From an optimization exercise on the open Yosys and OpenROAD flow, aimed at small area, a short achievable clock period and few clock cycles; shortcuts taken in it are not production practice. Where RTL was checked, it was by simulation tests only, not by an equivalence proof against the original. Power figures rest on the tool's default switching activity, not on a simulated workload.

==> flow/design.v (excerpt) <==
module mxenc (
    input  wire         clk,
    input  wire         rst,           
    input  wire         in_valid,
    output wire         in_ready,
    input  wire [31:0]  in_data,       
    input  wire [3:0]   in_fmt,        
    input  wire [3:0]   in_ctl,        
    output reg          out_valid,
    input  wire         out_ready,
    output reg  [7:0]   out_scale,
    output wire [255:0] out_data,
    output reg  [3:0]   out_flags,     
    output reg          out_err        
);
Settings: LEC_CHECK=0, CAP_MARGIN=20, CORE_MARGIN=2, CORE_UTILIZATION=55, CTS_BUF_LIST=sky130_fd_sc_hd__clkbuf_8, CTS_CLUSTER_DIAMETER=60, CTS_CLUSTER_SIZE=20, PLACE_DENSITY=0.65, SLEW_MARGIN=20, SYNTH_HIERARCHICAL=0; clock period 24.0 ns.
standard.sh (not shown) runs the stock make flow with config.mk's settings and CLKGATE_MAP_FILE= SYNTH_SCRIPT=/design/flow/synth_recipe.tcl, a recipe that flattens the netlist after the stock synthesis.
==> flow/flow/run.sh <==
#!/bin/bash
# The standard layout, with the port buffers built from plain buffers
# (buf_2) instead of the cell buffer_ports picks by itself.
set -euo pipefail
export BUFFER_PORTS_ARGS="-buffer_cell sky130_fd_sc_hd__buf_2"
bash standard.sh > standard.log 2>&1
Testbench counts at the start, summed over its fixed seeds: cycles 12,568.
==> next run, changes <==
--- a/flow/config.mk
+++ b/flow/config.mk
@@ -11,4 +11,4 @@
 export CTS_BUF_LIST = sky130_fd_sc_hd__clkbuf_8
-export CTS_CLUSTER_DIAMETER = 60
-export CTS_CLUSTER_SIZE = 20
+export CTS_CLUSTER_DIAMETER = 40
+export CTS_CLUSTER_SIZE = 12
 export PLACE_DENSITY = 0.65
Routed wire length goes up slightly.
Final area goes up by a few percent.
Sequential power hardly moves.
Utilization goes up by 2.1 points.
Power goes up by about a fifth.
==> next run, changes <==
--- a/flow/config.mk
+++ b/flow/config.mk
@@ -11,4 +11,4 @@
 export CTS_BUF_LIST = sky130_fd_sc_hd__clkbuf_8
-export CTS_CLUSTER_DIAMETER = 40
-export CTS_CLUSTER_SIZE = 12
+export CTS_CLUSTER_DIAMETER = 50
+export CTS_CLUSTER_SIZE = 16
 export PLACE_DENSITY = 0.65
Outcome:
- routed wire length shrinks by about 0.6%
- synthesized cell count is unchanged
- critical path depth does not change

---

Another version of the RTL of mxenc (not shown whole).
Size: roughly 2000 cells after synthesis, roughly 870 flip-flops, roughly 29000 µm² of cells after synthesis.
export LEC_CHECK = 0
export CAP_MARGIN = 20
export CORE_MARGIN = 2
export CORE_UTILIZATION = 60
export CTS_BUF_LIST = sky130_fd_sc_hd__clkbuf_8
export CTS_CLUSTER_DIAMETER = 55
export CTS_CLUSTER_SIZE = 18
export PLACE_DENSITY = 0.7
export SLEW_MARGIN = 20
export SYNTH_HIERARCHICAL = 0
create_clock -name core_clock -period 24.0 [get_ports {clk}]
Scripts as last shown in full above: flow/flow/run.sh
Then changed:
--- a/flow/config.mk
+++ b/flow/config.mk
@@ -8,9 +8,9 @@
 export CAP_MARGIN = 20
 export CORE_MARGIN = 2
-export CORE_UTILIZATION = 60
+export CORE_UTILIZATION = 55
 export CTS_BUF_LIST = sky130_fd_sc_hd__clkbuf_8
 export CTS_CLUSTER_DIAMETER = 55
 export CTS_CLUSTER_SIZE = 18
-export PLACE_DENSITY = 0.7
+export PLACE_DENSITY = 0.8
 export SLEW_MARGIN = 20
 export SYNTH_HIERARCHICAL = 0
After rerunning: The new run finished clean. Combinational power increases by about 1%. Utilization shrinks by 5.8 points. Setup slack is worse by 14 ps.
Then changed:
--- a/flow/config.mk
+++ b/flow/config.mk
@@ -12,5 +12,5 @@
 export CTS_CLUSTER_DIAMETER = 55
 export CTS_CLUSTER_SIZE = 18
-export PLACE_DENSITY = 0.8
+export PLACE_DENSITY = 0.65
 export SLEW_MARGIN = 20
 export SYNTH_HIERARCHICAL = 0
=> First-iteration DRC count increases by about 14%; core utilization barely changes; routed wire length goes up by about 2.4%; clock-buffer cell count climbs by 1; non-clock buffer count goes up by 1.
Then changed:
--- a/flow/config.mk
+++ b/flow/config.mk
@@ -9,5 +9,5 @@
 export CORE_MARGIN = 2
 export CORE_UTILIZATION = 55
-export CTS_BUF_LIST = sky130_fd_sc_hd__clkbuf_8
+export CTS_BUF_LIST = sky130_fd_sc_hd__clkbuf_16 sky130_fd_sc_hd__clkbuf_8
 export CTS_CLUSTER_DIAMETER = 55
 export CTS_CLUSTER_SIZE = 18
Effect: Cell area increases by 2.2%. Combinational power stays flat. Area after synthesis does not change. Via count increases by 0.37%. Wire length increases by 0.66%. Global-route usage increases by 0.13 points. Register-to-register slack gains 40 ps. Final cell count does not change. Count of clock-buffer cells in the layout increases by 2.
No functional check of the RTL was part of any run of this note.

---

mxenc, a different RTL version from the one above (not shown whole).
Size in the first run: ~34,000 um2 of cells after synthesis.
Settings: LEC_CHECK=0, CAP_MARGIN=50, CORE_MARGIN=2, CORE_UTILIZATION=55, PLACE_DENSITY=0.65, SLEW_MARGIN=80, SYNTH_HIERARCHICAL=0; clock period 24.0 ns.
run.sh (not shown) runs the stock make flow with config.mk's settings and CLKGATE_MAP_FILE= SYNTH_SCRIPT=/design/flow/synth_recipe.tcl, a recipe that flattens the netlist after the stock synthesis.
Stock flow here: none of the scripts above is used.
Edit:
CAP_MARGIN = 20   (was 50)
SLEW_MARGIN = 20   (was 80)
Via count goes down by a few percent.
Wire length goes down slightly.
Global-route usage goes down by 0.39 points.
Utilization goes down by 2.8 points.
Total power stays flat.
Hold slack is better by 0.016 ns.
Combinational power goes down by about a fifth.
Function was not checked in any run of this note: the RTL went through the layout flow alone.

---

Another version of the RTL of mxenc (not shown whole).
Size in the first run: roughly 1000 flip-flops.
export LEC_CHECK = 0
export CAP_MARGIN = 20
export CORE_MARGIN = 2
export CORE_UTILIZATION = 70
export CTS_BUF_LIST = sky130_fd_sc_hd__clkbuf_8
export CTS_CLUSTER_DIAMETER = 40
export CTS_CLUSTER_SIZE = 12
export PLACE_DENSITY = 0.8
export SLEW_MARGIN = 20
export SYNTH_HIERARCHICAL = 0
create_clock -name core_clock -period 24.0 [get_ports {clk}]
standard.sh (not shown) runs the stock make flow with config.mk's settings and CLKGATE_MAP_FILE= SYNTH_SCRIPT=/design/flow/synth_recipe.tcl, a recipe that flattens the netlist after the stock synthesis.
Scripts as last shown in full above: flow/flow/run.sh
Then changed:
CORE_UTILIZATION = 55   (was 70)
PLACE_DENSITY = 0.65   (was 0.8)
Effect: The changed run completed without violations. Global-route usage went down by 9.4 points. Die area went up by 27%. Area after synthesis does not change. Clock-buffer cell count went up by 16. Synthesized cell count stays the same. Sequential power is about the same. Non-clock buffer count went up by 2. Combinational power went down by about 3%. Routed wire length went down by 11%.
No functional check of the RTL was part of any run of this note.

---

build 77:
mxenc, a different RTL version from the one above (not shown whole).
Size: roughly 870 flip-flops, about 320 I/O pins, ~29000 µm² of cells after synthesis.
export LEC_CHECK = 0
export CAP_MARGIN = 20
export CORE_MARGIN = 2
export CORE_UTILIZATION = 55
export CTS_BUF_LIST = sky130_fd_sc_hd__clkbuf_8
export CTS_CLUSTER_DIAMETER = 55
export CTS_CLUSTER_SIZE = 18
export GPL_TIMING_DRIVEN = 0
export PLACE_DENSITY = 0.65
export SLEW_MARGIN = 20
export SYNTH_HIERARCHICAL = 0
create_clock -name core_clock -period 24.0 [get_ports {clk}]
Scripts as last shown in full above: flow/flow/run.sh
Build 77 reached the end of the flow, and the finished layout is clean on the timing, DRC and antenna checks.
Testbench counts of build 77, summed over its fixed seeds: cycles 12,576.
Edits applied to the flow inputs when going from build 77 to build 63:
- CTS_CLUSTER_SIZE: 18 -> 16
- GPL_TIMING_DRIVEN: 0 -> unset
- CTS_CLUSTER_DIAMETER: 55 -> 50
- PLACE_DENSITY: 0.65 -> 0.75
- CORE_UTILIZATION: 55 -> 65
### Flow results
Build 63: done, clean on timing, DRC and antenna. Build 63 against build 77: clock buffer count up about 9%, post-detailed-route via-to-cell ratio up about 5%, final routed wirelength across all metal layers down about 1.2%. For core box area, dividing the value from build 63 by the value from build 77 gives 0.843. Compared with build 77, maximum vdd ir drop in build 63 increased by a little under 10%. Half-perimeter wire length of the detailed placement result, build 63 vs build 77: down by a few percent. Across both runs, final setup slack of the worst path was lower for build 63 than for build 77.
Inputs modified between build 63 and build 5:
- a change of CTS_CLUSTER_SIZE from 16 to 18
- a change of PLACE_DENSITY from 0.75 to 0.65
- a change of CTS_CLUSTER_DIAMETER from 50 to 55
- a change of CORE_UTILIZATION from 65 to 55
### Flow results
- Looking at setup slack at placement, build 5 sits 0.018 ns below build 63.
- Against build 63, build 5 reports a slew at the pin closest to its max-slew limit that is higher.
- Build 5 vs build 63 on arrival time of the worst setup path: build 5 is the lower one.
- | count of clock-buffer cells in the layout | lower: build 5 |
- Going from build 63 to build 5, highest clock rate grew slightly.
- Summary of build 5 over build 63: routed length on met2 lower, area overhead of the layout relative to synthesis rose 0.18 points, share of total power in the clock network saw a decrease.
- Build 5: power is about 0.47% lower than what build 63 reported.
> inputs changed (build 5 -> build 67)
- changing CTS_CLUSTER_DIAMETER from 55 to 50
- changing CTS_CLUSTER_SIZE from 18 to 16
## What came out
Build 67: internal power of the cells higher than build 5
Delta (build 67 minus build 5): leakage power summed over all cells now larger, shortest period the worst path allows climbed 0.027 ns, standard-cell row count barely changed, area added between synthesis and finish higher, maximum frequency decreased 0.43%.
On routed wire length, build 67 and build 5 are neck and neck.
When build 67 is set beside build 5, its share of the core filled with cells in the final layout turns out to be 0.23 points larger.
The fraction of power spent switching nets of build 5 and that of build 67 are within noise of each other.

---

Starting RTL as in the previous note.
Design mxenc, start of the top module:
module mxenc (
    input  wire         clk,
    input  wire         rst,           
    input  wire         in_valid,
    output wire         in_ready,
    input  wire [31:0]  in_data,       
    input  wire [3:0]   in_fmt,        
    input  wire [3:0]   in_ctl,        
    output reg          out_valid,
    input  wire         out_ready,
    output reg  [7:0]   out_scale,
    output wire [255:0] out_data,
    output reg  [3:0]   out_flags,     
    output reg          out_err        
);
    reg         in_ready_r;
    assign in_ready = in_ready_r;
    wire in_fire = in_valid && in_ready_r && !rst;
    reg [31:0] i0_d;
    reg [3:0]  i0_fmt, i0_ctl;
    reg        i0_v;
    reg [4:0]  nsh;                 
    wire       i0_un = (i0_d[30:23] == 8'd0) && (i0_d[22:0] != 23'd0) && !i0_d[22];
    always @(posedge clk) begin
        if (in_fire) begin
            i0_d   <= in_data;
            i0_fmt <= in_fmt;
            i0_ctl <= in_ctl;
            nsh    <= 5'd0;
        end else if (i0_v && i0_un) begin
            i0_d[22:0] <= {i0_d[21:0], 1'b0};
            nsh        <= nsh + 5'd1;
        end
    end
    wire in_un   = (in_data[30:23] == 8'd0) && (in_data[22:0] != 23'd0) && !in_data[22];
    wire i0_ok_n = in_fire ? !in_un : (!i0_un || i0_d[21]);
    wire [1:0] c0_cls;
    wire [8:0] c0_xs;
    wire [7:0] c0_fr;
    mx_src_pack u_pack (.x(i0_d), .nsh(nsh), .cls(c0_cls), .xs(c0_xs), .fr(c0_fr));
    wire       c0_s = i0_d[31];
    reg [5:0] i0_cfg;
    always @(*) begin
        i0_cfg[2:0] = 3'd0;
        i0_cfg[5]   = 1'b0;
        case (i0_fmt)
            4'h4: i0_cfg[2:0] = 3'd0;
            4'h5: i0_cfg[2:0] = 3'd1;
            4'h6: i0_cfg[2:0] = 3'd2;
            4'h7: i0_cfg[2:0] = 3'd3;
            4'h8: i0_cfg[2:0] = 3'd4;
            4'h9: i0_cfg[2:0] = 3'd5;
            default: i0_cfg[5] = 1'b1;
        endcase
        if (i0_ctl > 4'd3) i0_cfg[5] = 1'b1;
        if (i0_ctl[0] && !(i0_fmt == 4'h4 || i0_fmt == 4'h5)) i0_cfg[5] = 1'b1;
        i0_cfg[4] = i0_ctl[1];
        i0_cfg[3] = i0_ctl[0];
    end
    reg [4:0]  h;                   
    reg [12:0] ring [0:31];
    reg [4:0]  wcnt;                
    reg [4:0]  dcnt;                
  ...
clock: 24.0 ns
lec_check: 0
cap_margin: 20
core_margin: 2
core_utilization: 65
cts_buf_list: sky130_fd_sc_hd__clkbuf_8
cts_cluster_diameter: 55
cts_cluster_size: 18
place_density: 0.75
slew_margin: 20
synth_hierarchical: 0
Scripts as last shown in full above: flow/flow/run.sh
The starting point went through all stages and came out clean.
Testbench counts at the start, summed over its fixed seeds: cycles 12,576.
Rerun with:
==> flow/flow/run.sh (replaced) <==
#!/bin/bash
# The standard layout, with the port buffers built from plain buffers
# (buf_1) instead of the cell buffer_ports picks by itself.
set -euo pipefail
export BUFFER_PORTS_ARGS="-buffer_cell sky130_fd_sc_hd__buf_1"
bash standard.sh > standard.log 2>&1
--- a/flow/config.mk
+++ b/flow/config.mk
@@ -9,3 +9,3 @@
 export CORE_MARGIN = 2
-export CORE_UTILIZATION = 65
+export CORE_UTILIZATION = 55
 export CTS_BUF_LIST = sky130_fd_sc_hd__clkbuf_8
@@ -13,3 +13,3 @@
 export CTS_CLUSTER_SIZE = 18
-export PLACE_DENSITY = 0.75
+export PLACE_DENSITY = 0.65
 export SLEW_MARGIN = 20
Result:
- power climbs by 2.4%
- via count drops by 0.92%
- sequential share of layout area climbs by 0.34 points
- worst setup slack degrades by 170 ps
- first-iteration DRC count drops by 8.8%

---

## before
mxenc, a different RTL version from the one above (not shown whole).
Size: about 2300 cells after synthesis, roughly 33000 µm² of cells after synthesis.
clock: 24.0 ns
lec_check: 0
cap_margin: 50
core_margin: 2
core_utilization: 55
cts_buf_list: sky130_fd_sc_hd__clkbuf_8
cts_cluster_diameter: 40
cts_cluster_size: 12
place_density: 0.65
slew_margin: 80
synth_hierarchical: 0
==> flow/flow/run.sh <==
#!/bin/bash
# The standard layout, with the port buffers built from plain buffers
# (buf_2) instead of the cell buffer_ports picks by itself.
set -euo pipefail
export BUFFER_PORTS_ARGS="-buffer_cell sky130_fd_sc_hd__buf_2"
bash standard.sh > standard.log 2>&1
The following lists how after was set up differently from before:
- a deleted CTS_BUF_LIST that had been sky130_fd_sc_hd__clkbuf_8
- a deleted CTS_CLUSTER_SIZE that had been 12
- a deleted CTS_CLUSTER_DIAMETER that had been 40
==> flow/run.sh (new file) <==
#!/bin/bash
# synth_recipe.tcl (not shown) runs the flow's synth.tcl, then flattens the netlist and writes it again
# the make line also repeats each setting of config.mk as NAME=value (left out here)
make -C /OpenROAD-flow-scripts/flow DESIGN_CONFIG=/design/flow/config.mk WORK_HOME=/design/flow/orfs CLKGATE_MAP_FILE= SYNTH_SCRIPT=/design/flow/synth_recipe.tcl finish
removed: flow/flow/run.sh
removed: flow/standard.sh
--- outcome ---
Every stage of the flow completed for after, and the final layout passed the timing, DRC and antenna checks.
On register-to-register slack, before tracks after almost exactly.
after: total power about 11% above before
Number of buffers and inverters on the critical path: before and after compared, higher one is before
For first-iteration DRC count, dividing the value from before by the value from after gives 1.08.
No run of this note included a check of the RTL's function; only the layout flow was run.

port drivers added, routing unchanged:
Ports are ideal in the flow. The routed layouts listed here were re-timed in OpenROAD.
Step 1, drivers: a clkbuf_16 drives clk and a buf_2 each remaining input, both assumed.
Step 2 times the ports against the registers' clock, not the clock port: input delays grow and output delays shrink by t, the midpoint of the rising clock arrivals with the driver on.
a / b / c = ideal ports / drivers / drivers and shift; a / b = the first two.
run | shift t [ns] | setup WS [ns] | hold WS [ns] | slew at the worst register clock pin (ns)
the first run of note 1 | 0.756 | 17.809 / 17.756 / 17.497 | 0.301 / 0.301 / 0.301 | 0.12 / 0.12
the second run of note 1 | 0.769 | 17.828 / 17.768 / 17.510 | 0.303 / 0.303 / 0.303 | 0.08 / 0.08
the third run of note 1 | 0.734 | 17.854 / 17.797 / 17.516 | 0.311 / 0.311 / 0.311 | 0.10 / 0.10
the first run of note 2 | 0.758 | 17.779 / 17.725 / 17.345 | 0.318 / 0.318 / 0.318 | 0.12 / 0.12
the second run of note 2 | 0.748 | 17.766 / 17.714 / 17.323 | 0.300 / 0.300 / 0.300 | 0.11 / 0.11
the third run of note 2 | 0.744 | 17.833 / 17.781 / 17.362 | 0.308 / 0.308 / 0.308 | 0.11 / 0.11
the fourth run of note 2 | 0.684 | 17.927 / 17.871 / 17.370 | 0.301 / 0.301 / 0.301 | 0.08 / 0.08
the first run of note 3 | 0.711 | 16.657 / 16.662 / 15.951 | 0.305 / 0.305 / 0.305 | 0.07 / 0.07
the second run of note 3 | 0.715 | 15.398 / 15.396 / 14.681 | 0.321 / 0.321 / 0.321 | 0.07 / 0.07
the first run of note 4 | 0.758 | 17.713 / 17.657 / 17.449 | 0.313 / 0.313 / 0.313 | 0.09 / 0.09
the second run of note 4 | 0.751 | 17.768 / 17.712 / 17.462 | 0.317 / 0.317 / 0.317 | 0.08 / 0.08
build 77 | 0.729 | 17.799 / 17.740 / 17.376 | 0.310 / 0.310 / 0.310 | 0.11 / 0.11
build 63 | 0.712 | 17.782 / 17.723 / 17.467 | 0.314 / 0.314 / 0.314 | 0.10 / 0.10
build 5 | 0.705 | 17.822 / 17.771 / 17.366 | 0.310 / 0.310 / 0.310 | 0.11 / 0.11
build 67 | 0.720 | 17.795 / 17.740 / 17.396 | 0.312 / 0.312 / 0.312 | 0.10 / 0.10
the first run of note 6 | 0.728 | 17.795 / 17.743 / 17.466 | 0.314 / 0.314 / 0.314 | 0.12 / 0.12
the second run of note 6 | 0.763 | 17.622 / 17.646 / 16.891 | 0.301 / 0.301 / 0.301 | 0.11 / 0.11
before | 0.776 | 17.610 / 17.602 / 16.827 | 0.306 / 0.306 / 0.306 | 0.08 / 0.08
after | 0.707 | 17.135 / 17.118 / 16.411 | 0.307 / 0.307 / 0.307 | 0.07 / 0.07
After both steps setup and hold are still met in every run listed. The setup slack of before, which loses most, moves by -0.008 ns with the drivers and by -0.783 ns with both steps.
